This is an optimization exercise on Yosys and OpenROAD, whose aim is small area, a short achievable clock period and few clock cycles per item, not a production implementation. Function was not checked in any run shown here: the RTL went through the layout flow alone.

<file path="design.v">
module aes_sbox_front (
    input  wire [7:0]  a,
    output wire [11:0] m
);
    wire [3:0] d;
    reg  [3:0] dinv;
    wire n0 = a[4] ^ a[7];
    wire n1 = a[1] ^ a[3];
    wire n2 = a[5] ^ a[6];
    wire n3 = n0 ^ n1;
    wire n4 = a[2] ^ a[5];
    wire n5 = a[2] ^ a[4];
    wire n6 = a[2] ^ a[6];
    wire n7 = a[2] ^ a[7];
    wire n8 = a[0] ^ a[1];
    wire n9 = n0 ^ n4;
    wire n10 = n1 ^ n6;
    wire n11 = n2 ^ n8;
    wire n12 = n2 ^ n5;
    wire n13 = n2 ^ n3;
    wire n14 = a[0] ^ n3;
    wire n15 = n1 ^ n4;
    wire n16 = a[0] ^ n2;
    wire n17 = a[0] ^ n10;
    wire n18 = a[1] ^ a[2];
    wire n19 = n0 ^ n18;
    wire n20 = n7 ^ n11;
    wire n21 = a[0] ^ a[4];
    wire n22 = n2 ^ n21;
    wire n23 = a[1] ^ a[7];
    wire n24 = a[0] ^ a[7];
    wire n25 = n2 ^ n24;
    wire n26 = a[3] ^ n12;
    wire n27 = a[2] ^ a[3];
    wire n28 = n1 ^ n12;
    wire n29 = a[5] ^ a[7];
    wire n30 = n9 & n5;
    wire n31 = n13 & n7;
    wire n32 = n10 & n0;
    wire n33 = n3 & n19;
    wire n34 = n14 & n20;
    wire n35 = a[0] & n22;
    wire n36 = n15 & n23;
    wire n37 = n16 & n11;
    wire n38 = n17 & n25;
    wire n39 = a[1] ^ a[4];
    wire n40 = a[6] ^ n39;
    wire n41 = n33 ^ n40;
    wire n42 = n29 ^ n35;
    wire n43 = n30 ^ n34;
    wire n44 = a[7] ^ n27;
    wire n45 = n44 ^ n32;
    wire n46 = n41 ^ n45;
    wire n47 = n43 ^ n46;
    wire n48 = n31 ^ n42;
    wire n49 = n43 ^ n48;
    wire n50 = a[5] ^ n36;
    wire n51 = n37 ^ n34;
    wire n52 = n41 ^ n50;
    wire n53 = n51 ^ n52;
    wire n54 = a[1] ^ n37;
    wire n55 = n34 ^ n38;
    wire n56 = n42 ^ n54;
    wire n57 = n55 ^ n56;
    assign m[0] = n14;
    assign m[1] = n3;
    assign m[2] = n13;
    assign m[3] = n9;
    assign m[4] = n26;
    assign m[5] = n27;
    assign m[6] = n28;
    assign m[7] = n29;
    assign d[0] = n47;
    assign d[1] = n49;
    assign d[2] = n53;
    assign d[3] = n57;
    always @(*) begin
        case (d)
            4'h0: dinv = 4'h0;
            4'h1: dinv = 4'h1;
            4'h2: dinv = 4'h3;
            4'h3: dinv = 4'h2;
            4'h4: dinv = 4'ha;
            4'h5: dinv = 4'h8;
            4'h6: dinv = 4'he;
            4'h7: dinv = 4'hd;
            4'h8: dinv = 4'h5;
            4'h9: dinv = 4'hb;
            4'ha: dinv = 4'h4;
            4'hb: dinv = 4'h9;
            4'hc: dinv = 4'hf;
            4'hd: dinv = 4'h7;
            4'he: dinv = 4'h6;
            4'hf: dinv = 4'hc;
            default: dinv = 4'h0;
        endcase
    end
    assign m[11:8] = dinv;
endmodule
module aes_sbox_back (
    input  wire [11:0] m,
    output wire [7:0]  y
);
    wire n0 = m[10] ^ m[11];
    wire n1 = m[8] ^ m[9];
    wire n2 = m[6] ^ m[7];
    wire n3 = m[4] ^ m[5];
    wire n4 = m[2] ^ m[3];
    wire n5 = m[0] ^ m[1];
    wire n6 = m[11] ^ m[9];
    wire n7 = m[10] ^ m[8];
    wire n8 = n0 ^ n1;
    wire n9 = m[5] ^ m[7];
    wire n10 = m[4] ^ m[6];
    wire n11 = n2 ^ n3;
    wire n12 = m[1] ^ m[3];
    wire n13 = m[0] ^ m[2];
    wire n14 = n4 ^ n5;
    wire n15 = m[7] & m[11];
    wire n16 = m[3] & m[11];
    wire n17 = m[6] & m[10];
    wire n18 = m[2] & m[10];
    wire n19 = n2 & n0;
    wire n20 = n4 & n0;
    wire n21 = m[5] & m[9];
    wire n22 = m[1] & m[9];
    wire n23 = m[4] & m[8];
    wire n24 = m[0] & m[8];
    wire n25 = n3 & n1;
    wire n26 = n5 & n1;
    wire n27 = n9 & n6;
    wire n28 = n12 & n6;
    wire n29 = n10 & n7;
    wire n30 = n13 & n7;
    wire n31 = n11 & n8;
    wire n32 = n14 & n8;
    wire n33 = n15 ^ n19;
    wire n34 = n30 ^ n33;
    wire n35 = n21 ^ n23;
    wire n36 = n22 ^ n32;
    wire n37 = n16 ^ n20;
    wire n38 = n26 ^ n36;
    wire n39 = n27 ^ n29;
    wire n40 = n19 ^ n28;
    wire n41 = n28 ^ n35;
    wire n42 = n27 ^ n31;
    wire n43 = n37 ^ n39;
    wire n44 = n34 ^ n43;
    wire n45 = n38 ^ n44;
    wire n46 = n15 ^ n18;
    wire n47 = n20 ^ n46;
    wire n48 = n32 ^ n39;
    wire n49 = n40 ^ n47;
    wire n50 = n48 ^ n49;
    wire n51 = n18 ^ n23;
    wire n52 = n24 ^ n20;
    wire n53 = n25 ^ n51;
    wire n54 = n52 ^ n53;
    wire n55 = n34 ^ n36;
    wire n56 = n42 ^ n54;
    wire n57 = n55 ^ n56;
    wire n58 = n35 ^ n37;
    wire n59 = n34 ^ n58;
    wire n60 = n38 ^ n59;
    wire n61 = n37 ^ n41;
    wire n62 = n34 ^ n61;
    wire n63 = n17 ^ n40;
    wire n64 = n42 ^ n63;
    wire n65 = n38 ^ n64;
    wire n66 = n35 ^ n33;
    wire n67 = n22 ^ n24;
    wire n68 = n67 ^ n41;
    wire n69 = n34 ^ n68;
    wire n70 = ~n45;
    wire n71 = ~n50;
    wire n72 = ~n65;
    wire n73 = ~n66;
    assign y[0] = n70;
    assign y[1] = n71;
    assign y[2] = n57;
    assign y[3] = n60;
    assign y[4] = n62;
    assign y[5] = n72;
    assign y[6] = n73;
    assign y[7] = n69;
endmodule
module aes_col_back (
    input  wire [47:0] m,
    output wire [31:0] y,
    output wire [31:0] mc
);
    wire n0 = m[46] ^ m[47];
    wire n1 = m[44] ^ m[45];
    wire n2 = m[42] ^ m[43];
    wire n3 = m[40] ^ m[41];
    wire n4 = m[38] ^ m[39];
    wire n5 = m[36] ^ m[37];
    wire n6 = m[45] ^ m[47];
    wire n7 = m[44] ^ m[46];
    wire n8 = n0 ^ n1;
    wire n9 = m[41] ^ m[43];
    wire n10 = m[40] ^ m[42];
    wire n11 = n2 ^ n3;
    wire n12 = m[37] ^ m[39];
    wire n13 = m[36] ^ m[38];
    wire n14 = n4 ^ n5;
    wire n15 = m[43] & m[47];
    wire n16 = m[39] & m[47];
    wire n17 = m[42] & m[46];
    wire n18 = m[38] & m[46];
    wire n19 = n2 & n0;
    wire n20 = n4 & n0;
    wire n21 = m[41] & m[45];
    wire n22 = m[37] & m[45];
    wire n23 = m[40] & m[44];
    wire n24 = m[36] & m[44];
    wire n25 = n3 & n1;
    wire n26 = n5 & n1;
    wire n27 = n9 & n6;
    wire n28 = n12 & n6;
    wire n29 = n10 & n7;
    wire n30 = n13 & n7;
    wire n31 = n11 & n8;
    wire n32 = n14 & n8;
    wire n33 = m[34] ^ m[35];
    wire n34 = m[32] ^ m[33];
    wire n35 = m[30] ^ m[31];
    wire n36 = m[28] ^ m[29];
    wire n37 = m[26] ^ m[27];
    wire n38 = m[24] ^ m[25];
    wire n39 = m[33] ^ m[35];
    wire n40 = m[32] ^ m[34];
    wire n41 = n33 ^ n34;
    wire n42 = m[29] ^ m[31];
    wire n43 = m[28] ^ m[30];
    wire n44 = n35 ^ n36;
    wire n45 = m[25] ^ m[27];
    wire n46 = m[24] ^ m[26];
    wire n47 = n37 ^ n38;
    wire n48 = m[31] & m[35];
    wire n49 = m[27] & m[35];
    wire n50 = m[30] & m[34];
    wire n51 = m[26] & m[34];
    wire n52 = n35 & n33;
    wire n53 = n37 & n33;
    wire n54 = m[29] & m[33];
    wire n55 = m[25] & m[33];
    wire n56 = m[28] & m[32];
    wire n57 = m[24] & m[32];
    wire n58 = n36 & n34;
    wire n59 = n38 & n34;
    wire n60 = n42 & n39;
    wire n61 = n45 & n39;
    wire n62 = n43 & n40;
    wire n63 = n46 & n40;
    wire n64 = n44 & n41;
    wire n65 = n47 & n41;
    wire n66 = m[22] ^ m[23];
    wire n67 = m[20] ^ m[21];
    wire n68 = m[18] ^ m[19];
    wire n69 = m[16] ^ m[17];
    wire n70 = m[14] ^ m[15];
    wire n71 = m[12] ^ m[13];
    wire n72 = m[21] ^ m[23];
    wire n73 = m[20] ^ m[22];
    wire n74 = n66 ^ n67;
    wire n75 = m[17] ^ m[19];
    wire n76 = m[16] ^ m[18];
    wire n77 = n68 ^ n69;
    wire n78 = m[13] ^ m[15];
    wire n79 = m[12] ^ m[14];
    wire n80 = n70 ^ n71;
    wire n81 = m[19] & m[23];
    wire n82 = m[15] & m[23];
    wire n83 = m[18] & m[22];
    wire n84 = m[14] & m[22];
    wire n85 = n68 & n66;
    wire n86 = n70 & n66;
    wire n87 = m[17] & m[21];
    wire n88 = m[13] & m[21];
    wire n89 = m[16] & m[20];
    wire n90 = m[12] & m[20];
    wire n91 = n69 & n67;
    wire n92 = n71 & n67;
    wire n93 = n75 & n72;
    wire n94 = n78 & n72;
    wire n95 = n76 & n73;
    wire n96 = n79 & n73;
    wire n97 = n77 & n74;
    wire n98 = n80 & n74;
    wire n99 = m[10] ^ m[11];
    wire n100 = m[8] ^ m[9];
    wire n101 = m[6] ^ m[7];
    wire n102 = m[4] ^ m[5];
    wire n103 = m[2] ^ m[3];
    wire n104 = m[0] ^ m[1];
    wire n105 = m[11] ^ m[9];
    wire n106 = m[10] ^ m[8];
    wire n107 = n100 ^ n99;
    wire n108 = m[5] ^ m[7];
    wire n109 = m[4] ^ m[6];
    wire n110 = n101 ^ n102;
    wire n111 = m[1] ^ m[3];
    wire n112 = m[0] ^ m[2];
    wire n113 = n103 ^ n104;
    wire n114 = m[7] & m[11];
    wire n115 = m[3] & m[11];
    wire n116 = m[6] & m[10];
    wire n117 = m[2] & m[10];
    wire n118 = n101 & n99;
    wire n119 = n103 & n99;
    wire n120 = m[5] & m[9];
    wire n121 = m[1] & m[9];
    wire n122 = m[4] & m[8];
    wire n123 = m[0] & m[8];
    wire n124 = n102 & n100;
    wire n125 = n104 & n100;
    wire n126 = n108 & n105;
    wire n127 = n111 & n105;
    wire n128 = n109 & n106;
    wire n129 = n112 & n106;
    wire n130 = n110 & n107;
    wire n131 = n113 & n107;
    wire n132 = n15 ^ n19;
    wire n133 = n48 ^ n52;
    wire n134 = n81 ^ n85;
    wire n135 = n114 ^ n118;
    wire n136 = n132 ^ n30;
    wire n137 = n133 ^ n63;
    wire n138 = n134 ^ n96;
    wire n139 = n129 ^ n135;
    wire n140 = n21 ^ n23;
    wire n141 = n54 ^ n56;
    wire n142 = n87 ^ n89;
    wire n143 = n120 ^ n122;
    wire n144 = n22 ^ n32;
    wire n145 = n55 ^ n65;
    wire n146 = n88 ^ n98;
    wire n147 = n121 ^ n131;
    wire n148 = n16 ^ n20;
    wire n149 = n49 ^ n53;
    wire n150 = n82 ^ n86;
    wire n151 = n115 ^ n119;
    wire n152 = n136 ^ n144;
    wire n153 = n137 ^ n145;
    wire n154 = n138 ^ n146;
    wire n155 = n125 ^ n147;
    wire n156 = n26 ^ n27;
    wire n157 = n19 ^ n28;
    wire n158 = n20 ^ n27;
    wire n159 = n140 ^ n28;
    wire n160 = n59 ^ n60;
    wire n161 = n52 ^ n61;
    wire n162 = n53 ^ n60;
    wire n163 = n141 ^ n61;
    wire n164 = n92 ^ n93;
    wire n165 = n85 ^ n94;
    wire n166 = n86 ^ n93;
    wire n167 = n142 ^ n94;
    wire n168 = n126 ^ n128;
    wire n169 = n118 ^ n127;
    wire n170 = n127 ^ n143;
    wire n171 = n126 ^ n130;
    wire n172 = n29 ^ n148;
    wire n173 = n156 ^ n172;
    wire n174 = n152 ^ n173;
    wire n175 = n15 ^ n18;
    wire n176 = n175 ^ n29;
    wire n177 = n157 ^ n158;
    wire n178 = n176 ^ n32;
    wire n179 = n177 ^ n178;
    wire n180 = n18 ^ n23;
    wire n181 = n24 ^ n180;
    wire n182 = n25 ^ n158;
    wire n183 = n181 ^ n31;
    wire n184 = n182 ^ n183;
    wire n185 = n152 ^ n184;
    wire n186 = n140 ^ n26;
    wire n187 = n148 ^ n186;
    wire n188 = n187 ^ n152;
    wire n189 = n148 ^ n159;
    wire n190 = n136 ^ n189;
    wire n191 = n17 ^ n156;
    wire n192 = n157 ^ n31;
    wire n193 = n144 ^ n191;
    wire n194 = n192 ^ n193;
    wire n195 = n140 ^ n132;
    wire n196 = n22 ^ n24;
    wire n197 = n196 ^ n159;
    wire n198 = n136 ^ n197;
    wire n199 = n62 ^ n149;
    wire n200 = n160 ^ n199;
    wire n201 = n153 ^ n200;
    wire n202 = n48 ^ n51;
    wire n203 = n202 ^ n62;
    wire n204 = n161 ^ n162;
    wire n205 = n203 ^ n65;
    wire n206 = n204 ^ n205;
    wire n207 = n51 ^ n56;
    wire n208 = n57 ^ n207;
    wire n209 = n58 ^ n162;
    wire n210 = n208 ^ n64;
    wire n211 = n209 ^ n210;
    wire n212 = n153 ^ n211;
    wire n213 = n141 ^ n59;
    wire n214 = n149 ^ n213;
    wire n215 = n214 ^ n153;
    wire n216 = n149 ^ n163;
    wire n217 = n137 ^ n216;
    wire n218 = n50 ^ n160;
    wire n219 = n161 ^ n64;
    wire n220 = n145 ^ n218;
    wire n221 = n219 ^ n220;
    wire n222 = n141 ^ n133;
    wire n223 = n55 ^ n57;
    wire n224 = n223 ^ n163;
    wire n225 = n137 ^ n224;
    wire n226 = n95 ^ n150;
    wire n227 = n164 ^ n226;
    wire n228 = n154 ^ n227;
    wire n229 = n81 ^ n84;
    wire n230 = n229 ^ n95;
    wire n231 = n165 ^ n166;
    wire n232 = n230 ^ n98;
    wire n233 = n231 ^ n232;
    wire n234 = n84 ^ n89;
    wire n235 = n90 ^ n234;
    wire n236 = n91 ^ n166;
    wire n237 = n235 ^ n97;
    wire n238 = n236 ^ n237;
    wire n239 = n154 ^ n238;
    wire n240 = n142 ^ n92;
    wire n241 = n150 ^ n240;
    wire n242 = n241 ^ n154;
    wire n243 = n150 ^ n167;
    wire n244 = n138 ^ n243;
    wire n245 = n83 ^ n164;
    wire n246 = n165 ^ n97;
    wire n247 = n146 ^ n245;
    wire n248 = n246 ^ n247;
    wire n249 = n142 ^ n134;
    wire n250 = n88 ^ n90;
    wire n251 = n250 ^ n167;
    wire n252 = n138 ^ n251;
    wire n253 = n151 ^ n168;
    wire n254 = n139 ^ n253;
    wire n255 = n155 ^ n254;
    wire n256 = n114 ^ n117;
    wire n257 = n119 ^ n256;
    wire n258 = n131 ^ n168;
    wire n259 = n169 ^ n257;
    wire n260 = n258 ^ n259;
    wire n261 = n117 ^ n122;
    wire n262 = n123 ^ n119;
    wire n263 = n124 ^ n261;
    wire n264 = n262 ^ n263;
    wire n265 = n139 ^ n147;
    wire n266 = n171 ^ n264;
    wire n267 = n265 ^ n266;
    wire n268 = n143 ^ n151;
    wire n269 = n139 ^ n268;
    wire n270 = n155 ^ n269;
    wire n271 = n151 ^ n170;
    wire n272 = n139 ^ n271;
    wire n273 = n116 ^ n169;
    wire n274 = n171 ^ n273;
    wire n275 = n155 ^ n274;
    wire n276 = n143 ^ n135;
    wire n277 = n121 ^ n123;
    wire n278 = n277 ^ n170;
    wire n279 = n139 ^ n278;
    wire n280 = n198 ^ n225;
    wire n281 = n252 ^ n279;
    wire n282 = n225 ^ n252;
    wire n283 = n198 ^ n279;
    wire n284 = n222 ^ n249;
    wire n285 = n195 ^ n276;
    wire n286 = n206 ^ n233;
    wire n287 = n217 ^ n244;
    wire n288 = n179 ^ n260;
    wire n289 = n190 ^ n272;
    wire n290 = n201 ^ n228;
    wire n291 = n212 ^ n239;
    wire n292 = n215 ^ n242;
    wire n293 = n221 ^ n248;
    wire n294 = n174 ^ n255;
    wire n295 = n185 ^ n267;
    wire n296 = n188 ^ n270;
    wire n297 = n194 ^ n275;
    wire n298 = n255 ^ n280;
    wire n299 = n290 ^ n298;
    wire n300 = n260 ^ n174;
    wire n301 = n201 ^ n280;
    wire n302 = n286 ^ n300;
    wire n303 = n301 ^ n302;
    wire n304 = n179 ^ n206;
    wire n305 = n267 ^ n304;
    wire n306 = n291 ^ n305;
    wire n307 = n185 ^ n212;
    wire n308 = n270 ^ n280;
    wire n309 = n292 ^ n307;
    wire n310 = n308 ^ n309;
    wire n311 = n272 ^ n188;
    wire n312 = n215 ^ n280;
    wire n313 = n287 ^ n311;
    wire n314 = n312 ^ n313;
    wire n315 = n190 ^ n217;
    wire n316 = n275 ^ n315;
    wire n317 = n293 ^ n316;
    wire n318 = n276 ^ n284;
    wire n319 = n194 ^ n221;
    wire n320 = n318 ^ n319;
    wire n321 = n195 ^ n222;
    wire n322 = n225 ^ n321;
    wire n323 = n281 ^ n322;
    wire n324 = n228 ^ n282;
    wire n325 = n294 ^ n324;
    wire n326 = n233 ^ n282;
    wire n327 = n288 ^ n290;
    wire n328 = n326 ^ n327;
    wire n329 = n239 ^ n286;
    wire n330 = n295 ^ n329;
    wire n331 = n242 ^ n282;
    wire n332 = n291 ^ n296;
    wire n333 = n331 ^ n332;
    wire n334 = n244 ^ n282;
    wire n335 = n289 ^ n292;
    wire n336 = n334 ^ n335;
    wire n337 = n248 ^ n287;
    wire n338 = n297 ^ n337;
    wire n339 = n249 ^ n285;
    wire n340 = n339 ^ n293;
    wire n341 = n198 ^ n284;
    wire n342 = n281 ^ n341;
    wire n343 = n201 ^ n281;
    wire n344 = n294 ^ n343;
    wire n345 = n206 ^ n228;
    wire n346 = n255 ^ n281;
    wire n347 = n288 ^ n345;
    wire n348 = n346 ^ n347;
    wire n349 = n233 ^ n260;
    wire n350 = n212 ^ n349;
    wire n351 = n295 ^ n350;
    wire n352 = n215 ^ n239;
    wire n353 = n267 ^ n281;
    wire n354 = n296 ^ n352;
    wire n355 = n353 ^ n354;
    wire n356 = n217 ^ n242;
    wire n357 = n270 ^ n281;
    wire n358 = n289 ^ n356;
    wire n359 = n357 ^ n358;
    wire n360 = n244 ^ n272;
    wire n361 = n221 ^ n360;
    wire n362 = n297 ^ n361;
    wire n363 = n222 ^ n285;
    wire n364 = n248 ^ n275;
    wire n365 = n363 ^ n364;
    wire n366 = n249 ^ n276;
    wire n367 = n279 ^ n366;
    wire n368 = n280 ^ n367;
    wire n369 = n174 ^ n283;
    wire n370 = n290 ^ n369;
    wire n371 = n179 ^ n283;
    wire n372 = n286 ^ n294;
    wire n373 = n371 ^ n372;
    wire n374 = n185 ^ n288;
    wire n375 = n291 ^ n374;
    wire n376 = n188 ^ n283;
    wire n377 = n292 ^ n295;
    wire n378 = n376 ^ n377;
    wire n379 = n190 ^ n283;
    wire n380 = n287 ^ n296;
    wire n381 = n379 ^ n380;
    wire n382 = n194 ^ n289;
    wire n383 = n293 ^ n382;
    wire n384 = n195 ^ n284;
    wire n385 = n384 ^ n297;
    wire n386 = n252 ^ n285;
    wire n387 = n280 ^ n386;
    wire n388 = ~n174;
    wire n389 = ~n299;
    wire n390 = ~n179;
    wire n391 = ~n303;
    wire n392 = ~n194;
    wire n393 = ~n317;
    wire n394 = ~n195;
    wire n395 = ~n320;
    wire n396 = ~n201;
    wire n397 = ~n325;
    wire n398 = ~n206;
    wire n399 = ~n328;
    wire n400 = ~n221;
    wire n401 = ~n338;
    wire n402 = ~n222;
    wire n403 = ~n340;
    wire n404 = ~n228;
    wire n405 = ~n344;
    wire n406 = ~n233;
    wire n407 = ~n348;
    wire n408 = ~n248;
    wire n409 = ~n362;
    wire n410 = ~n249;
    wire n411 = ~n365;
    wire n412 = ~n255;
    wire n413 = ~n370;
    wire n414 = ~n260;
    wire n415 = ~n373;
    wire n416 = ~n275;
    wire n417 = ~n383;
    wire n418 = ~n276;
    wire n419 = ~n385;
    assign y[24] = n388;
    assign mc[24] = n389;
    assign y[25] = n390;
    assign mc[25] = n391;
    assign y[26] = n185;
    assign mc[26] = n306;
    assign y[27] = n188;
    assign mc[27] = n310;
    assign y[28] = n190;
    assign mc[28] = n314;
    assign y[29] = n392;
    assign mc[29] = n393;
    assign y[30] = n394;
    assign mc[30] = n395;
    assign y[31] = n198;
    assign mc[31] = n323;
    assign y[16] = n396;
    assign mc[16] = n397;
    assign y[17] = n398;
    assign mc[17] = n399;
    assign y[18] = n212;
    assign mc[18] = n330;
    assign y[19] = n215;
    assign mc[19] = n333;
    assign y[20] = n217;
    assign mc[20] = n336;
    assign y[21] = n400;
    assign mc[21] = n401;
    assign y[22] = n402;
    assign mc[22] = n403;
    assign y[23] = n225;
    assign mc[23] = n342;
    assign y[8] = n404;
    assign mc[8] = n405;
    assign y[9] = n406;
    assign mc[9] = n407;
    assign y[10] = n239;
    assign mc[10] = n351;
    assign y[11] = n242;
    assign mc[11] = n355;
    assign y[12] = n244;
    assign mc[12] = n359;
    assign y[13] = n408;
    assign mc[13] = n409;
    assign y[14] = n410;
    assign mc[14] = n411;
    assign y[15] = n252;
    assign mc[15] = n368;
    assign y[0] = n412;
    assign mc[0] = n413;
    assign y[1] = n414;
    assign mc[1] = n415;
    assign y[2] = n267;
    assign mc[2] = n375;
    assign y[3] = n270;
    assign mc[3] = n378;
    assign y[4] = n272;
    assign mc[4] = n381;
    assign y[5] = n416;
    assign mc[5] = n417;
    assign y[6] = n418;
    assign mc[6] = n419;
    assign y[7] = n279;
    assign mc[7] = n387;
endmodule
module aes_enc_core (
    input  wire         clk,
    input  wire         rst,         
    input  wire         key_load,    
    input  wire [1:0]   key_len,     
    input  wire [255:0] key,         
    input  wire         in_valid,
    output reg          in_ready,
    input  wire [127:0] in_data,
    output reg          out_valid,
    output wire [127:0] out_data
);
    reg         l128, l192, l256;    
    reg  [3:0]  nr;                  
    reg  [2:0]  kp;                  
    reg         krdy;                
    reg         vS, xS;              
    reg  [3:0]  rS;                  
    reg         vM, xM;              
    reg  [3:0]  rM;                  
    reg         yslot;               
    wire        lastM = (rM == nr);
    wire        contM = vM && !lastM;                
    wire        accept = in_valid && in_ready;
    wire        xacc = accept && !yslot;             
    reg  [255:0] ks;
    reg  [255:0] kw;
    reg  [31:0]  ksi;                
    reg          ksi_rot;            
    reg  [47:0]  km;                 
    wire [31:0] K0 = kw[255:224], K1 = kw[223:192], K2 = kw[191:160], K3 = kw[159:128];
    wire [31:0] K4 = kw[127:96],  K5 = kw[95:64],   K6 = kw[63:32],   K7 = kw[31:0];
    wire [31:0] S7 = ks[31:0];
    wire [31:0] kin = ksi_rot ? {ksi[23:0], ksi[31:24]} : ksi;
    wire [47:0] km_d;
    wire [31:0] kb;                  
    genvar g;
    generate
        for (g = 0; g < 4; g = g + 1) begin : g_ksb
            aes_sbox_front u_f (.a(kin[31-8*g -: 8]), .m(km_d[47-12*g -: 12]));
            aes_sbox_back  u_b (.m(km[47-12*g -: 12]), .y(kb[31-8*g -: 8]));
        end
    endgenerate
    reg         c_en;                
    reg         c_fix;               
    reg  [2:0]  c_b;                 
    reg         c_t4, c_t2;          
    reg  [7:0]  c_rc;                
    reg         c_rot, c_x4;         
    reg         k_sel;               
    wire [31:0] B0 = ({32{c_b[2]}} & K4) | ({32{c_b[1]}} & K2) | ({32{c_b[0]}} & K0);
    wire [31:0] B1 = ({32{c_b[2]}} & K5) | ({32{c_b[1]}} & K3) | ({32{c_b[0]}} & K1);
    wire [31:0] B2 = ({32{c_b[2]}} & K6) | ({32{c_b[1]}} & K4) | ({32{c_b[0]}} & K2);
    wire [31:0] B3 = ({32{c_b[2]}} & K7) | ({32{c_b[1]}} & K5) | ({32{c_b[0]}} & K3);
    wire        c01 = !(c_t4 | c_t2);                
    wire        c23 = !c_t2;                         
    wire [31:0] rcw = {c_rc, 24'h000000};
    wire [31:0] Q01 = B0 ^ B1;
    wire [31:0] Q23 = B2 ^ B3;
    wire [31:0] zQ  = {32{!c_t4}} & Q01;
    wire [31:0] e0  = ({32{c_t4 | c_t2}} & K7) ^ ({32{c01}} & rcw);
    wire [31:0] e2  = ({32{c_t2}} & K7) ^ ({32{c23}} & rcw);
    wire [31:0] P0 = B0 ^ e0;
    wire [31:0] P1 = Q01 ^ e0;
    wire [31:0] P2 = zQ ^ (B2 ^ e2);
    wire [31:0] P3 = zQ ^ (Q23 ^ e2);
    wire [31:0] n0 = P0 ^ ({32{c01}} & kb);
    wire [31:0] n1 = P1 ^ ({32{c01}} & kb);
    wire [31:0] n2 = P2 ^ ({32{c23}} & kb);
    wire [31:0] n3 = P3 ^ ({32{c23}} & kb);
    wire [31:0] P3x = zQ ^ ((Q23 ^ e2) ^ ({32{c_x4}} & (K6 ^ K7)));
    wire [31:0] nx  = P3x ^ ({32{c23}} & kb);
    reg  [127:0] s;                  
    reg  [191:0] m;                  
    reg  [127:0] outr;
    assign out_data = outr;
    wire [127:0] ark = s ^ kw[255:128];
    wire [191:0] m_d;
    generate
        for (g = 0; g < 16; g = g + 1) begin : g_sb
            aes_sbox_front u_f (.a(ark[127-8*g -: 8]), .m(m_d[191-12*g -: 12]));
        end
    endgenerate
    wire [127:0] sub, mix;
    genvar c;
    generate
        for (c = 0; c < 4; c = c + 1) begin : g_col
            aes_col_back u_cb (
                .m({m[191-12*(4*c)         -: 12],
                    m[191-12*(4*((c+1)%4)+1) -: 12],
                    m[191-12*(4*((c+2)%4)+2) -: 12],
                    m[191-12*(4*((c+3)%4)+3) -: 12]}),
                .y(sub[127-32*c -: 32]),
                .mc(mix[127-32*c -: 32]));
        end
    endgenerate
    always @(posedge clk) begin
        m    <= m_d;
        s    <= contM ? mix : in_data;
        outr <= sub ^ kw[127:0];
        km   <= km_d;
        ksi     <= k_sel ? nx : S7;
        ksi_rot <= k_sel ? c_rot : 1'b1;
    end
    function [3:0] mod3;             
        input [3:0] r;
        mod3 = r % 3;
    endfunction
    function [7:0] rcon_of;          
        input [3:0] r;
        input       a128, a192;
        reg   [3:0] e;
        begin
            if (a128)      e = r;                           
            else if (a192) e = (r * 2 + 1) / 3;             
            else           e = (r - 1) / 2;                 
            case (e)
                4'd0: rcon_of = 8'h01;
                4'd1: rcon_of = 8'h02;
                4'd2: rcon_of = 8'h04;
                4'd3: rcon_of = 8'h08;
                4'd4: rcon_of = 8'h10;
                4'd5: rcon_of = 8'h20;
                4'd6: rcon_of = 8'h40;
                4'd7: rcon_of = 8'h80;
                4'd8: rcon_of = 8'h1b;
                default: rcon_of = 8'h36;
            endcase
        end
    endfunction
    wire        vS_n = contM || accept;
    wire        xS_n = contM ? xM : !yslot;
    wire [3:0]  rS_n = contM ? rM + 4'd1 : 4'd1;
    wire        np_n = (!vS_n || rS_n == nr) && (!vS || rS == nr);
    wire [2:0]  kp_n = key_load ? 3'd1 : (kp == 3'd0 || kp == 3'd7) ? kp : kp + 3'd1;
    wire        krdy_n = key_load ? (key_len == 2'd2) :
                         (krdy || (kp_n >= 3'd3));
    wire        st_n = vS && xS && (rS != nr);
    wire [3:0]  r1   = rS + 4'd1;    
    wire [3:0]  m3c  = mod3(rS);
    wire [3:0]  m3n  = mod3(r1);
    always @(posedge clk) begin
        if (rst) begin
            krdy      <= 1'b0;
            kp        <= 3'd0;
            vS        <= 1'b0;
            vM        <= 1'b0;
            yslot     <= 1'b0;
            in_ready  <= 1'b0;
            out_valid <= 1'b0;
            c_en      <= 1'b0;
            c_fix     <= 1'b0;
        end else begin
            kp        <= kp_n;
            krdy      <= krdy_n;
            vS        <= vS_n;
            vM        <= vS;
            yslot     <= xacc;
            in_ready  <= krdy_n && (np_n || xacc);
            out_valid <= vM && lastM;
            c_en      <= st_n || (kp == 3'd2 && !l256);
            c_fix     <= kp == 3'd2 && !l256;
        end
        k_sel <= !rst && (st_n || (kp == 3'd2 && !l256)) && !key_load;
        xS <= xS_n;
        rS <= rS_n;
        xM <= xS;
        rM <= rS;
        if (kp == 3'd2 && !l256) begin
            c_b   <= 3'b001;
            c_t4  <= 1'b0;
            c_t2  <= 1'b0;
            c_rc  <= 8'h01;
            c_rot <= 1'b1;
            c_x4  <= 1'b0;
        end else begin
            c_b   <= {l128, l192, l256};
            c_t4  <= l192 && m3c == 4'd0;
            c_t2  <= l192 && m3c == 4'd1;
            c_rc  <= (l256 && !rS[0]) ? 8'h00 : rcon_of(rS, l128, l192);
            c_rot <= l128 || (l256 && r1[0]) || (l192 && m3n != 4'd1);
            c_x4  <= l192 && m3n == 4'd0;
        end
        if (key_load) begin
            l128 <= key_len != 2'd1 && key_len != 2'd2;
            l192 <= key_len == 2'd1;
            l256 <= key_len == 2'd2;
            nr   <= (key_len == 2'd1) ? 4'd12 : (key_len == 2'd2) ? 4'd14 : 4'd10;
        end
    end
    always @(posedge clk) begin
        if (key_load) begin
            ks[255:32] <= key[255:32];
            ks[31:0]   <= (key_len == 2'd1) ? key[95:64] :
                          (key_len == 2'd2) ? key[31:0] : key[159:128];
        end else if (c_fix && kp == 3'd3) begin
            if (l128) ks[127:0] <= {n0, n1, n2, n3};
            else      ks[63:0]  <= {n0, n1};
        end
    end
    always @(posedge clk) begin
        if (kp == 3'd1 || xacc)
            kw[255:128] <= ks[255:128];
        else if (c_en && !c_fix)
            kw[255:128] <= kw[127:0];
        if (kp == 3'd1 || (vS && xS && rS == 4'd1))
            kw[127:0] <= ks[127:0];
        else if (c_en && !c_fix)
            kw[127:0] <= {n0, n1, n2, n3};
    end
endmodule
</file>
<file path="standard.sh">
#!/bin/bash
# synth_recipe.tcl (not shown) runs the flow's synth.tcl, then flattens the netlist and writes it again
# the make line also repeats each setting of config.mk as NAME=value (left out here)
make -C /OpenROAD-flow-scripts/flow DESIGN_CONFIG=/design/flow/config.mk WORK_HOME=/design/flow/orfs CLKGATE_MAP_FILE= SYNTH_SCRIPT=/design/flow/synth_recipe.tcl "${@:-finish}"
</file>
<file path="constraint.sdc">
create_clock -name core_clock -period 10.0 [get_ports {clk}]
set_input_delay 2.0000 -clock core_clock [delete_from_list [all_inputs] [get_ports {clk}]]
set_output_delay 2.0000 -clock core_clock [all_outputs]
set_load 0.01 [all_outputs]
</file>
<file path="flow/abc.script">
strash
dch
map -a
</file>
<file path="flow/make_vars.txt">
SETUP_SLACK_MARGIN=6.2
BUFFER_PORTS_ARGS=-buffer_cell sky130_fd_sc_hd__buf_2
</file>
<file path="flow/run.sh">
#!/bin/bash
# Own layout flow: the standard flow (standard.sh, with its synthesis
# script and steps) with these settings changed:
#  - synthesis maps the logic with the ABC script in flow/abc.script (an
#    area-oriented mapping) instead of ORFS's speed script;
#  - the make variables listed in flow/make_vars.txt (one VAR=value per
#    line) are added to both make runs: among them SETUP_SLACK_MARGIN, so
#    that the timing repair steps aim for extra setup slack and the layout is
#    sized for a short period, although the clock stays at the design's.
# Each tool's output goes to a log file of its own in this folder.
set -uo pipefail
W=$PWD
SD=$W/scripts_own
rm -rf "$SD"; mkdir -p "$SD"
for f in "$FLOW_HOME"/scripts/*; do ln -s "$f" "$SD/"; done
rm -f "$SD/abc_area.script"; cp "$W/flow/abc.script" "$SD/abc_area.script"
VARS=()
if [[ -f "$W/flow/make_vars.txt" ]]; then
  while IFS= read -r line; do
    [[ -z "$line" || "$line" == \#* ]] && continue
    VARS+=("$line")
  done < "$W/flow/make_vars.txt"
fi
bash standard.sh SCRIPTS_DIR="$SD" ABC_AREA=1 "${VARS[@]}" synth > "$W/synth.log" 2>&1 || { tail -30 "$W/synth.log"; exit 1; }
bash standard.sh "${VARS[@]}" finish > "$W/layout.log" 2>&1 || { tail -30 "$W/layout.log"; exit 1; }
</file>
<file path="config.mk">
export PLATFORM = sky130hd
export DESIGN_NAME = aes_enc_core
export DESIGN_NICKNAME = aes_enc_core
export VERILOG_FILES = /design/flow/design.v
export SDC_FILE = /design/flow/constraint.sdc
export NUM_CORES = 8
export LEC_CHECK = 0
export CAP_MARGIN = 20
export CORE_MARGIN = 2
export CORE_UTILIZATION = 40
export SLEW_MARGIN = 20
</file>
==> results.yml, run 1 <==
layout:
  area_delta_synth_final_pct: 16.95
  final_cell_mix: "nand2_1 (1624), xor2_1 (1562), xnor2_1 (819)"
  multi_input_area_um2: 42460
  layout-drive-gt1-share: 0.1431
  nets: 9681
  final_common_cell: "nand2_1"
  layoutNonFillerInstCount: 11680
  final_area_um2: 82890
  num-fill-cells: 17220
  seq_area_um2: 26880
route:
  ant_nets: 0
  vias: 60630
  vias_per_cell: 5.189
  drt-initial-drc-count: 5693
  drt_wl_total_um: 280300
  wl_per_cell_um: 23.99
  drcViolationCount: 0
  dr.pass1.iters: 6
logic_synthesis:
  async_flop_share: 0
  ys_ff_latch: 1083
  yosysSeqAreaShare: 0.3789
  synth-main-ff-cell: "dfxtp_1"
  synth_top_area_share: 0.2190
  syn_nets: 8916
  avgSynthCellArea_um2: 8.373
  synth_edf_count: 517
  synth.cell_area_um2: 70870
  synth_top_cells_by_area: "edfxtp_1 (22%), xor2_1 (20%), dfxtp_1 (16%), xnor2_1 (11%), nand2_1 (8.8%)"
  yosysTopAreaCell: "edfxtp_1"
  synth_cells: 8465
  ys_types: 41
  yosysWarnings: 2
clock_network:
  clock-root-buffer: "clkbuf_16"
  clock_path_buffers: 3
  clkLatencyLatePin_ns: 0.81
  cts.sinks: 1083
  clkTransAtPathRegs_ns: 0.06
  numCtsBuffers: 131
  h-tree-depth: 4
  cts_tree: "built"
floorplanning:
  die_x_um: 424.9
  pin_count: 520
  die_height_um: 424.9
  core-area_um2: 176100
  die_area_um2: 180600
  row_count: 154
  start_util: 0.4024
flow_run:
  max_cap_violations: 0
global_route:
  grt_pass1_vias: 58120
  grt_start_max_net_pins: 175
  grt_pass1_wl_um: 393400
  antenna_found_initial: 10
  grt_overflow: 0
  track_usage: 0.3011
setup_path:
  cp_max_fo: 4
  endpoint: "s[17]$_DFF_P_"
  reg2reg_setup_slack_ns: 6.16
  worstPathCellList: "nand2_1 -> xnor2_1 -> xor2_1 -> xor2_1 -> or2_2 -> nand2_1 -> xnor2_1 -> xor2_1 -> xor2_1 -> o21ai_0"
  critical-path-max-stage-delay_ns: 0.75
  end_kind: "flop"
  crit_type: "reg2reg"
  cp.required_ns: 10.62
  crit_start: "m[176]$_DFF_P_"
  r2r-start: "m[176]$_DFF_P_"
  start_kind: "flop"
  slowest_stage: "xnor2_1"
  cp.arrival_ns: 4.47
  timing.rr.end: "s[17]$_DFF_P_"
  critPathMostFrequentCell: "xor2_1"
  reg2reg_depth: 10
sta:
  finalCriticalPeriod_ns: 3.843
  relSlewSlack: 0.1380
  skew_ns: 0.04107
  rsz0062_at_grt: "yes"
  slew_violations: 0
  tightest_slew_ns: 1.293
  fin_crit_sh: 0.3843
  tns_ns: 0
  finalSetupViolCount: 0
  clock.fmax_mhz: 260.2
  finalHoldViolCount: 0
placed_design:
  dpl.hpwl_um: 217900
  place_area_um2: 77290
  place.gp.congestion: 0.9918
  port_buffers: 519
  dpl.cell_count: 11400
min_path:
  min_path_type: "reg2reg"
outcome:
  status: "complete, no violations"
==> registers in the layout, indices dropped and copies added, names as in the netlist, 2 cells and up <==
name,cells
m,192
km,48
ks,256
c_rc,8
kp,3
kw,256
s,128
rS,4
rM,4
nr,2
ksi,32
outr,128
c_b,3
==> stage by stage <==
stage | hold WS [ns] | util | worst slack (ns)
2_1_floorplan | 0.3380 | - | -7.114
6_report | 0.3525 | 0.4706 | 6.157
3_3_place_gp | 0.3440 | 0.4389 | 4.798
5_1_grt | 0.3525 | 0.4706 | 6.044
4_1_cts | 0.3498 | 0.4649 | 6.164
3_5_place_dp | 0.3506 | 0.4389 | 4.741
==> cell families after synthesis <==
group	count (synthesis)	share of synthesized area
flip-flops	1083	0.3789
buffers and inverters	713	0.03776
XOR/XNOR	2474	0.3057
multiplexers	6	0.0009356
adder cells (fa/ha/maj)	61	0.01077
AO/OA/AOI/OAI	1210	0.09551
AND/OR/NAND/NOR	2918	0.1704
==> area by class of cell <==
cell class	count	area share
inverters	711	0.03270
flip-flops and latches	1083	0.3243
multi-input cells	6669	0.5123
repair buffers	634	0.04295
clock inverters	63	0.008469
well taps	2340	0.03532
diodes	6	0.0001811
clock buffers	178	0.04381
==> worst min-delay path by stage <==
stage | startpoint | end | cells after the start
2_1_floorplan | xS$_DFF_P_ | xM$_DFF_P_ | 0
3_3_place_gp | xS$_DFF_P_ | xM$_DFF_P_ | 0
3_5_place_dp | xS$_DFF_P_ | xM$_DFF_P_ | 0
4_1_cts | xS$_DFF_P_ | xM$_DFF_P_ | 0
5_1_grt | xS$_DFF_P_ | xM$_DFF_P_ | 0
6_report | xS$_DFF_P_ | xM$_DFF_P_ | 0
==> layer usage <==
layer	vias up	part of all wire	track usage
met1	28570	0.39	0.3689
met5	-	0.00012	0
met4	6	0.093	0.2443
met2	2418	0.44	0.4641
li1	28970	-	-
met3	659	0.074	0.05359
==> timing repair <==
item | 4_1_cts | 5_1_grt
pin swaps | 3 | 22
gates resized for setup | 47 | 165
hold buffers | 0 | 0
endpoints found under the hold margin | 0 | 0
setup endpoints to repair | 185 | 187
buffers inserted | 8 | 25
==> worst max-delay path, delay by kind of cell (launching register included) <==
kind                      cells  cell delay [ns]
DFF                           1             0.44
AOI/OAI and AO/OA             1             0.43
xor gates and xnor gates      6             2.09
and+or+nand+nor               3             0.70
==> synth_stat cells (7+ instances only) <==
library cell  count
nand4_1           8
and2_2           11
nand2_1        1656
a22oi_1          87
a31o_2           21
or2_2           272
a21oi_1         399
nor2_1          679
o21ai_0         563
edfxtp_1        517
nor3_1           66
o22ai_1          21
nand3_1         220
clkinv_1        711
xor2_1         1618
xnor2_1         856
a31oi_1          13
o221ai_1         68
o211ai_1          7
dfxtp_1         566
ha_1             61
==> run 2: changes to the inputs <==
==> flow/abc.script (replaced) <==
&get -n
&st
&dch
&nf -a -R 1000
&put
==> flow/make_vars.txt (replaced) <==
SETUP_SLACK_MARGIN=6.5
BUFFER_PORTS_ARGS=-buffer_cell sky130_fd_sc_hd__buf_2
==> results.yml, run 2 <==
clock_network:
  cts_hold_buf: 0
  clock-root-buffer: "clkbuf_16"
  cts_tree: "built"
  clock_path_buffers: 3
  clkLatencyLatePin_ns: 0.83
  numCtsBuffers: 131
  cts.sinks: 1083
  clkTransAtPathRegs_ns: 0.06
  h-tree-depth: 4
setup_path:
  r2r-start: "m[142]$_DFF_P_"
  cp.arrival_ns: 4.18
  reg2reg_setup_slack_ns: 6.45
  cp_max_fo: 4
  crit_type: "reg2reg"
  start_kind: "flop"
  cp.required_ns: 10.62
  end_kind: "flop"
  reg2reg_depth: 9
  timing.rr.end: "s[77]$_DFF_P_"
logic_synthesis:
  synth.cell_area_um2: 67100
  synth_cells: 6583
  synth_top_area_share: 0.2890
  synth_common_cells: "xnor2_1 (2214), xor2_1 (760), nand2_1 (641)"
  ys_ff_latch: 1083
  synth_edf_count: 517
  yosysSeqAreaShare: 0.4002
  synth.most_common_cell: "xnor2_1"
  yosysWarnings: 2
  synth_top_cells_by_area: "xnor2_1 (29%), edfxtp_1 (23%), dfxtp_1 (17%), xor2_1 (9.9%), nand2_1 (3.6%)"
  async_flop_share: 0
  ys_types: 46
  syn_nets: 7034
  synth-main-ff-cell: "dfxtp_1"
  avgSynthCellArea_um2: 10.19
  yosysTopAreaCell: "xnor2_1"
sta:
  tns_ns: 0
  finalSetupViolCount: 0
  rsz0062_at_grt: "yes"
  finalCriticalPeriod_ns: 3.553
  worst_slack_ns: 6.447
  tightest_slew_ns: 1.188
  slew_violations: 0
  finalHoldViolCount: 0
  fin_crit_sh: 0.3553
  clock.fmax_mhz: 281.4
  hold-worst-slack_ns: 0.4266
  skew_ns: 0.05221
  relSlewSlack: 0.2025
route:
  drt_wl_total_um: 256800
  wl_per_cell_um: 26.34
  wl_met1_um: 105400
  wl_met3_um: 18410
  ant_nets: 0
  drt-initial-drc-count: 5717
  wl_met2_um: 117000
  drcViolationCount: 0
  dr.pass1.iters: 11
  vias_per_cell: 5.307
  top_layer: "met5"
  vias: 51740
min_path:
  worstHoldStart: "xS$_DFF_P_"
  min_to: "xM$_DFF_P_"
  min_path_type: "reg2reg"
  whs_path_depth: 0
layout:
  final_common_cell: "xnor2_1"
  layout-drive-gt1-share: 0.1823
  final_cell_mix: "xnor2_1 (1939), xor2_1 (660), nand2_1 (638)"
  area_delta_synth_final_pct: 23.89
  nets: 7877
  layoutNonFillerInstCount: 9749
  largest_registers: "ks: 256 flops, kw: 256 flops, m: 192 flops"
placed_design:
  place_ws_ns: 5.226
  dpl.cell_count: 9393
  place.gp.congestion: 0.9639
  dpl.hpwl_um: 198900
  port_buffers: 519
flow_run:
  max_cap_violations: 0
floorplanning:
  pin_count: 520
  die_height_um: 413.6
  die_area_um2: 171000
  row_count: 150
  core-area_um2: 166800
  die_x_um: 413.6
  start_util: 0.4022
global_route:
  antenna_found_initial: 24
  grt_start_max_net_pins: 180
  grt_overflow: 0
  grt_pass1_wl_um: 354800
  track_usage: 0.2898
  grt_pass1_vias: 50450
outcome:
  status: "complete, no violations"
==> run 2: metal layers <==
metal	vias up	track usage
met2	2229	0.4664
met5	-	0
met1	25190	0.3775
met3	473	0.04250
li1	23840	-
met4	10	0.1490
==> run 2: timing repair <==
| action | in CTS | in global routing |
|---|---|---|
| pin swaps | 19 | 50 |
| setup buffers | 28 | 74 |
| gates resized for setup | 329 | 261 |
| endpoints found under the setup margin | 592 | 425 |
| gates cloned | 1 | 1 |
==> run 2: worst max-delay path by stage <==
stage                                   from               end  slack, ns  depth (start not counted)
after floorplan             kp[1]$_SDFF_PP0_   kw[0]$_DFFE_PP_       0.72                          5
after global placement              key_load  ks[81]$_DFFE_PP_       5.27                          4
after detailed placement            key_load  ks[85]$_DFFE_PP_       5.23                          4
after CTS                      m[83]$_DFF_P_     s[91]$_DFF_P_       6.39                         10
after global routing      ksi_rot$_SDFF_PN1_    km[44]$_DFF_P_       6.25                         15
final                         m[142]$_DFF_P_     s[77]$_DFF_P_       6.45                          9
==> run 2: kinds of logic (layout without fill, tap and decap cells) <==
group | count (synthesis) | count (layout) | synth area share
AND/OR/NAND/NOR | 1350 | 1352 | 0.08123
other | 0 | 9 | 0
multiplexers | 245 | 245 | 0.03895
buffers and inverters | 78 | 1029 | 0.004363
XOR/XNOR | 2974 | 2974 | 0.3882
AO/OA/AOI/OAI | 792 | 792 | 0.07567
adder cells (fa/ha/maj) | 61 | 61 | 0.01137
flip-flops | 1083 | 1083 | 0.4002
==> run 2: worst max-delay path, stage by stage (launching register included) <==
cell and delay (ns):
dfxtp_1 0.44, xor2_1 0.29, xor2_1 0.22, nor2_1 0.12, xnor2_1 0.44, xnor2_1 0.16, xnor2_1 0.63, xor2_1 0.30
xnor2_1 0.55, o21ai_1 0.24
==> run 2: metrics by stage <==
step	instance area, µm²	util
6_report	83130	0.4983
5_1_grt	83120	0.4982
4_1_cts	80530	0.4826
3_5_place_dp	73380	0.4398
3_3_place_gp	73350	0.4396
2_1_floorplan	67140	-
==> run 2: area by class of cell <==
cell class | count | area [µm²]
Timing Repair Buffer | 709 | 4297
Sequential cell | 1083 | 26900
Clock inverter | 61 | 715.7
Clock buffer | 182 | 3812
Multi-Input combinational cell | 5424 | 44330
Inverter | 77 | 294.0
Tap cell | 2204 | 2758
Antenna cell | 9 | 22.52
Fill cell | 15180 | 83710
==> run 3: changes to the inputs <==
--- a/config.mk
+++ b/config.mk
@@ -7,5 +7,5 @@
 export LEC_CHECK = 0
 export CAP_MARGIN = 20
 export CORE_MARGIN = 2
-export CORE_UTILIZATION = 40
+export CORE_UTILIZATION = 50
 export SLEW_MARGIN = 20
==> results.yml, run 3 <==
route:
  wl_met1_um: 104400
  drt-initial-drc-count: 6011
  drcViolationCount: 0
  ant_nets: 0
  wl_met2_um: 111100
  wl_met3_um: 22460
  drt_wl_total_um: 251000
  top_layer: "met5"
  vias_per_cell: 5.547
  dr.pass1.iters: 13
  wl_per_cell_um: 26.81
  vias: 51940
setup_path:
  reg2reg_depth: 9
  cp.arrival_ns: 4.16
  endpoint: "s[73]$_DFF_P_"
  cp.required_ns: 10.59
  crit_start: "m[154]$_DFF_P_"
  start_kind: "flop"
  end_kind: "flop"
  crit_type: "reg2reg"
  cp_max_fo: 4
  timing.rr.end: "s[73]$_DFF_P_"
  r2r-start: "m[154]$_DFF_P_"
  reg2reg_setup_slack_ns: 6.43
clock_network:
  clock-root-buffer: "clkbuf_16"
  clkTransAtPathRegs_ns: 0.06
  numCtsBuffers: 130
  h-tree-depth: 4
  cts.sinks: 1083
  cts_tree: "built"
  cts_hold_buf: 0
  clkLatencyLatePin_ns: 0.77
  clock_path_buffers: 3
global_route:
  grt_overflow: 0
  grt_pass1_wl_um: 344700
  track_usage: 0.3512
  grt_pass1_vias: 49380
  grt_start_max_net_pins: 155
  antenna_found_initial: 19
logic_synthesis:
  synth_top_cells_by_area: "xnor2_1 (29%), edfxtp_1 (23%), dfxtp_1 (17%), xor2_1 (9.9%), nand2_1 (3.6%)"
  yosysWarnings: 2
  synth_cells: 6583
  avgSynthCellArea_um2: 10.19
  async_flop_share: 0
  synth_edf_count: 517
  synth.cell_area_um2: 67100
  yosysTopAreaCell: "xnor2_1"
  synth_common_cells: "xnor2_1 (2214), xor2_1 (760), nand2_1 (641)"
  synth-main-ff-cell: "dfxtp_1"
  ys_types: 46
  syn_nets: 7034
  ys_ff_latch: 1083
  yosysSeqAreaShare: 0.4002
  synth.most_common_cell: "xnor2_1"
  synth_top_area_share: 0.2890
layout:
  nets: 7927
  layout-drive-gt1-share: 0.1911
  final_common_cell: "xnor2_1"
  final_cell_mix: "xnor2_1 (1912), xor2_1 (660), nand2_1 (637)"
  area_delta_synth_final_pct: 24.31
  largest_registers: "ks: 256 flops, kw: 256 flops, m: 192 flops"
sta:
  fin_crit_sh: 0.3568
  finalSetupViolCount: 0
  tightest_slew_ns: 1.190
  rsz0062_at_grt: "yes"
  finalHoldViolCount: 0
  tns_ns: 0
  skew_ns: 0.02803
  slew_violations: 0
  relSlewSlack: 0.2008
  finalCriticalPeriod_ns: 3.568
  clock.fmax_mhz: 280.3
flow_run:
  max_cap_violations: 0
placed_design:
  port_buffers: 519
  place.gp.congestion: 0.9712
  dpl.hpwl_um: 190400
min_path:
  min_path_type: "reg2reg"
floorplanning:
  row_count: 134
  start_util: 0.5034
  die_x_um: 370.3
  die_area_um2: 137100
  die_height_um: 370.3
  core-area_um2: 133300
  pin_count: 520
outcome:
  status: "complete, no violations"
[run 3: worst max-delay path, cell delays in order, from the launching register on]
cell	delay, ns
dfxtp_1	0.36
xnor2_1	0.33
xnor2_1	0.15
nor3b_1	0.41
xnor2_1	0.19
xnor2_2	0.67
xor2_1	0.39
xnor2_1	0.15
xnor2_1	0.19
o21ai_0	0.53
[run 3: cells by family after synthesis]
kind of cell	after synthesis	synth area share
buffers and inverters	78	0.004363
DFF	1083	0.4002
adders and majority gates	61	0.01137
muxes	245	0.03895
and+or+nand+nor	1350	0.08123
xor gates and xnor gates	2974	0.3882
AOI/OAI and AO/OA	792	0.07567
[run 3: area by class of cell]
cell class                      count  area (µm²)
Inverter                           77       296.5
Fill cell                       11240       49880
Antenna cell                       14       35.03
Sequential cell                  1083       26900
Multi-Input combinational cell   5427       44820
Tap cell                         1768        2212
Clock buffer                      191        3993
Clock inverter                     46       541.8
Timing Repair Buffer              757        4623
[run 3: per-stage QoR]
| step | hold slack (ns) | cell area [µm²] | cells | utilization | worst slack (ns) |
|---|---|---|---|---|---|
| 6_report | 0.4162 | 83420 | 9363 | 0.6258 | 6.432 |
| 3_3_place_gp | 0.4080 | 73000 | 8978 | 0.5476 | 4.980 |
| 2_1_floorplan | 0.3829 | 67140 | 6583 | - | 0.7186 |
| 5_1_grt | 0.4294 | 83390 | 9354 | 0.6256 | 6.310 |
| 3_5_place_dp | 0.4082 | 73000 | 8979 | 0.5477 | 4.970 |
| 4_1_cts | 0.4194 | 79940 | 9246 | 0.5998 | 6.243 |
[run 3: layer usage]
| layer | GRT usage | vias to the layer above |
|---|---|---|
| li1 | - | 23940 |
| met1 | 0.4771 | 25190 |
| met2 | 0.5374 | 2391 |
| met3 | 0.07015 | 405 |
| met4 | 0.1635 | 8 |
| met5 | 0 | - |
[run 3: timing repair]
item | CTS | global route
gates cloned | 4 | 1
buffers inserted | 26 | 102
pin swaps | 13 | 53
hold endpoints to repair | 0 | 0
gates resized for setup | 291 | 333
endpoints found under the setup margin | 327 | 251
[run 3: worst min path at each step]
stage / startpoint / to / slack, ns / cells past startpoint
finish: xS$_DFF_P_ / xM$_DFF_P_ / 0.42 / 0
global route: xS$_DFF_P_ / xM$_DFF_P_ / 0.43 / 0
CTS: xS$_DFF_P_ / xM$_DFF_P_ / 0.42 / 0
detailed placement: xS$_DFF_P_ / xM$_DFF_P_ / 0.41 / 0
global placement: xS$_DFF_P_ / xM$_DFF_P_ / 0.41 / 0
floorplan: vM$_SDFF_PP0_ / rS[0]$_DFF_P_ / 0.38 / 1
==> run 4: changes to the inputs <==
--- a/config.mk
+++ b/config.mk
@@ -7,5 +7,5 @@
 export LEC_CHECK = 0
 export CAP_MARGIN = 20
 export CORE_MARGIN = 2
-export CORE_UTILIZATION = 50
+export CORE_UTILIZATION = 55
 export SLEW_MARGIN = 20
==> results.yml, run 4 <==
outcome:
  status: "complete, no violations"
floorplanning:
  core-area_um2: 121400
  die_x_um: 353.3
  start_util: 0.5527
  die_height_um: 353.3
  pin_count: 520
  row_count: 128
  die_area_um2: 124800
sta:
  skew_ns: 0.03606
  hold-worst-slack_ns: 0.4226
  finalCriticalPeriod_ns: 3.577
  slew_violations: 0
  clock.fmax_mhz: 279.6
  tns_ns: 0
  tightest_slew_ns: 1.258
  fin_crit_sh: 0.3577
  relSlewSlack: 0.1556
  finalHoldViolCount: 0
  rsz0062_at_grt: "yes"
  finalSetupViolCount: 0
route:
  drcViolationCount: 0
  ant_nets: 0
  wl_met1_um: 99090
  vias_per_cell: 5.700
  dr.pass1.iters: 9
  wl_met2_um: 106600
  wl_met3_um: 22780
  top_layer: "met5"
  wl_per_cell_um: 26.48
  drt_wl_total_um: 242700
  drt-initial-drc-count: 6331
  vias: 52240
clock_network:
  h-tree-depth: 3
  cts_hold_buf: 0
  clock-root-buffer: "clkbuf_16"
  clkTransAtPathRegs_ns: 0.06
  clkLatencyLatePin_ns: 0.77
  cts.sinks: 1083
  cts_tree: "built"
  numCtsBuffers: 120
  clock_path_buffers: 3
logic_synthesis:
  yosysWarnings: 2
  syn_nets: 7034
  yosysSeqAreaShare: 0.4002
  synth.cell_area_um2: 67100
  synth_top_cells_by_area: "xnor2_1 (29%), edfxtp_1 (23%), dfxtp_1 (17%), xor2_1 (9.9%), nand2_1 (3.6%)"
  synth_common_cells: "xnor2_1 (2214), xor2_1 (760), nand2_1 (641)"
  synth_top_area_share: 0.2890
  synth_edf_count: 517
  yosysTopAreaCell: "xnor2_1"
  avgSynthCellArea_um2: 10.19
  synth_cells: 6583
  ys_ff_latch: 1083
  synth-main-ff-cell: "dfxtp_1"
  async_flop_share: 0
  synth.most_common_cell: "xnor2_1"
  ys_types: 46
global_route:
  track_usage: 0.3734
  antenna_found_initial: 16
  grt_pass1_wl_um: 340600
  grt_overflow: 0
  grt_start_max_net_pins: 164
  grt_pass1_vias: 49980
placed_design:
  port_buffers: 519
  dpl.hpwl_um: 181800
  place.gp.congestion: 0.9941
flow_run:
  max_cap_violations: 0
layout:
  largest_registers: "ks: 256 flops, kw: 256 flops, m: 192 flops"
  final_cell_mix: "xnor2_1 (1928), xor2_1 (662), nand2_1 (638)"
  nets: 7882
  area_delta_synth_final_pct: 22.28
  final_common_cell: "xnor2_1"
  layout-drive-gt1-share: 0.1842
min_path:
  worstHoldStart: "xS$_DFF_P_"
  min_path_type: "reg2reg"
setup_path:
  crit_start: "m[154]$_DFF_P_"
  cp.required_ns: 10.62
  worstPathCellList: "xnor2_1 -> xnor2_1 -> nor3b_1 -> xnor2_1 -> xor2_2 -> buf_12 -> xnor2_2 -> buf_4 -> xor2_1 -> xnor2_1 -> o21ai_1"
  cp_max_fo: 4
  critPathMostFrequentCell: "xnor2_1"
  start_kind: "flop"
  critical-path-max-stage-delay_ns: 0.47
  r2r-start: "m[154]$_DFF_P_"
  crit_type: "reg2reg"
  end_kind: "flop"
  cp.arrival_ns: 4.20
  slowest_stage: "nor3b_1"
==> run 4: cell types whose count changed in the layout (fill, tap and decap cells not counted), sizes merged <==
cell / before / now
buf: 757 / 724
diode: 14 / 1
clkinv: 101 / 104
clkinvlp: 7 / 8
clkbuf: 191 / 171
inv: 4 / 13
nand2b: 39 / 37
==> run 4: worst paths after layout <==
| path | slack [ns] | to | cells after the start |
|---|---|---|---|
| worst max register to register | 6.42 | s[77]$_DFF_P_ | 11 |
| worst max-delay path | 6.42 | s[77]$_DFF_P_ | 11 |
| worst min-delay path | 0.42 | xM$_DFF_P_ | 0 |
| worst min register to register | 0.42 | xM$_DFF_P_ | 0 |
==> run 4: per-layer routing <==
| layer | vias up | global-route usage |
|---|---|---|
| li1 | 23840 | - |
| met1 | 25320 | 0.5069 |
| met2 | 2603 | 0.5709 |
| met3 | 468 | 0.06749 |
| met4 | 4 | 0.1922 |
| met5 | - | 0 |
==> run 4: timing repair <==
action                     CTS  global route
setup buffers               25            87
pin swaps                   13            44
cloned                       1             2
setup endpoints to repair  474           372
resized for setup          304           270
==> run 4: cell families (layout without fill, tap and decap cells) <==
kind of cell	count (synthesis)	in the layout	share of synthesized area
other	0	1	0
buffers and inverters	78	1031	0.004363
adder cells (fa/ha/maj)	61	61	0.01137
flip-flops	1083	1083	0.4002
AO/OA/AOI/OAI	792	792	0.07567
XOR/XNOR	2974	2974	0.3882
multiplexers	245	245	0.03895
AND/OR/NAND/NOR	1350	1353	0.08123
==> run 4: worst max-delay path, delay by kind of cell (launching register included) <==
kind	cells	cell delay, ns
xor+xnor	7	1.78
simple gates	1	0.47
compound gates	1	0.43
buf+inv	2	0.41
flops	1	0.36
==> run 4: layout make-up <==
class	instances	area (µm²)
multi-input combinational	5425	44240
fill	9775	39340
sequential	1083	26890
timing repair buffer	724	4380
clock buffer	171	3483
tap	1625	2033
clock inverter	59	721.9
inverter	77	295.3
antenna	1	2.502
==> run 4: through the flow <==
stage / cells / cell area [µm²] / util / worst slack (ns)
2_1_floorplan: 6583 / 67140 / - / 0.7186
3_3_place_gp: 8816 / 72650 / 0.5985 / 5.208
3_5_place_dp: 8819 / 72670 / 0.5986 / 5.163
4_1_cts: 9075 / 79330 / 0.6535 / 6.323
5_1_grt: 9165 / 82050 / 0.6759 / 6.279
6_report: 9165 / 82050 / 0.6759 / 6.423

## static timing again, ports no longer ideal
The flow's constraints put no driver on any port. The routed layouts listed below were extracted and timed again, unchanged, in two steps. Step 1, drivers: a clkbuf_16 drives clk and a buf_2 each remaining input, both assumed. Step 2 also shifts input and output timing later by t, the mid clock arrival at the registers, as if the neighbouring blocks saw the same clock. a / b / c = ideal ports / drivers / drivers and shift; a / b = the first two.
run	t (ns)	setup WS [ns]	hold slack, ns
run 1	0.875	6.157 / 6.157 / 5.383	0.353 / 0.353 / 0.353
run 2	0.888	6.447 / 6.447 / 5.603	0.427 / 0.427 / 0.427
run 3	0.845	6.432 / 6.432 / 5.693	0.416 / 0.416 / 0.416
run 4	0.841	6.423 / 6.423 / 5.764	0.423 / 0.423 / 0.423
After both steps every run listed still meets setup and hold. The setup slack of run 2, which loses most, moves by 0.000 ns with the drivers and by -0.844 ns with both steps.
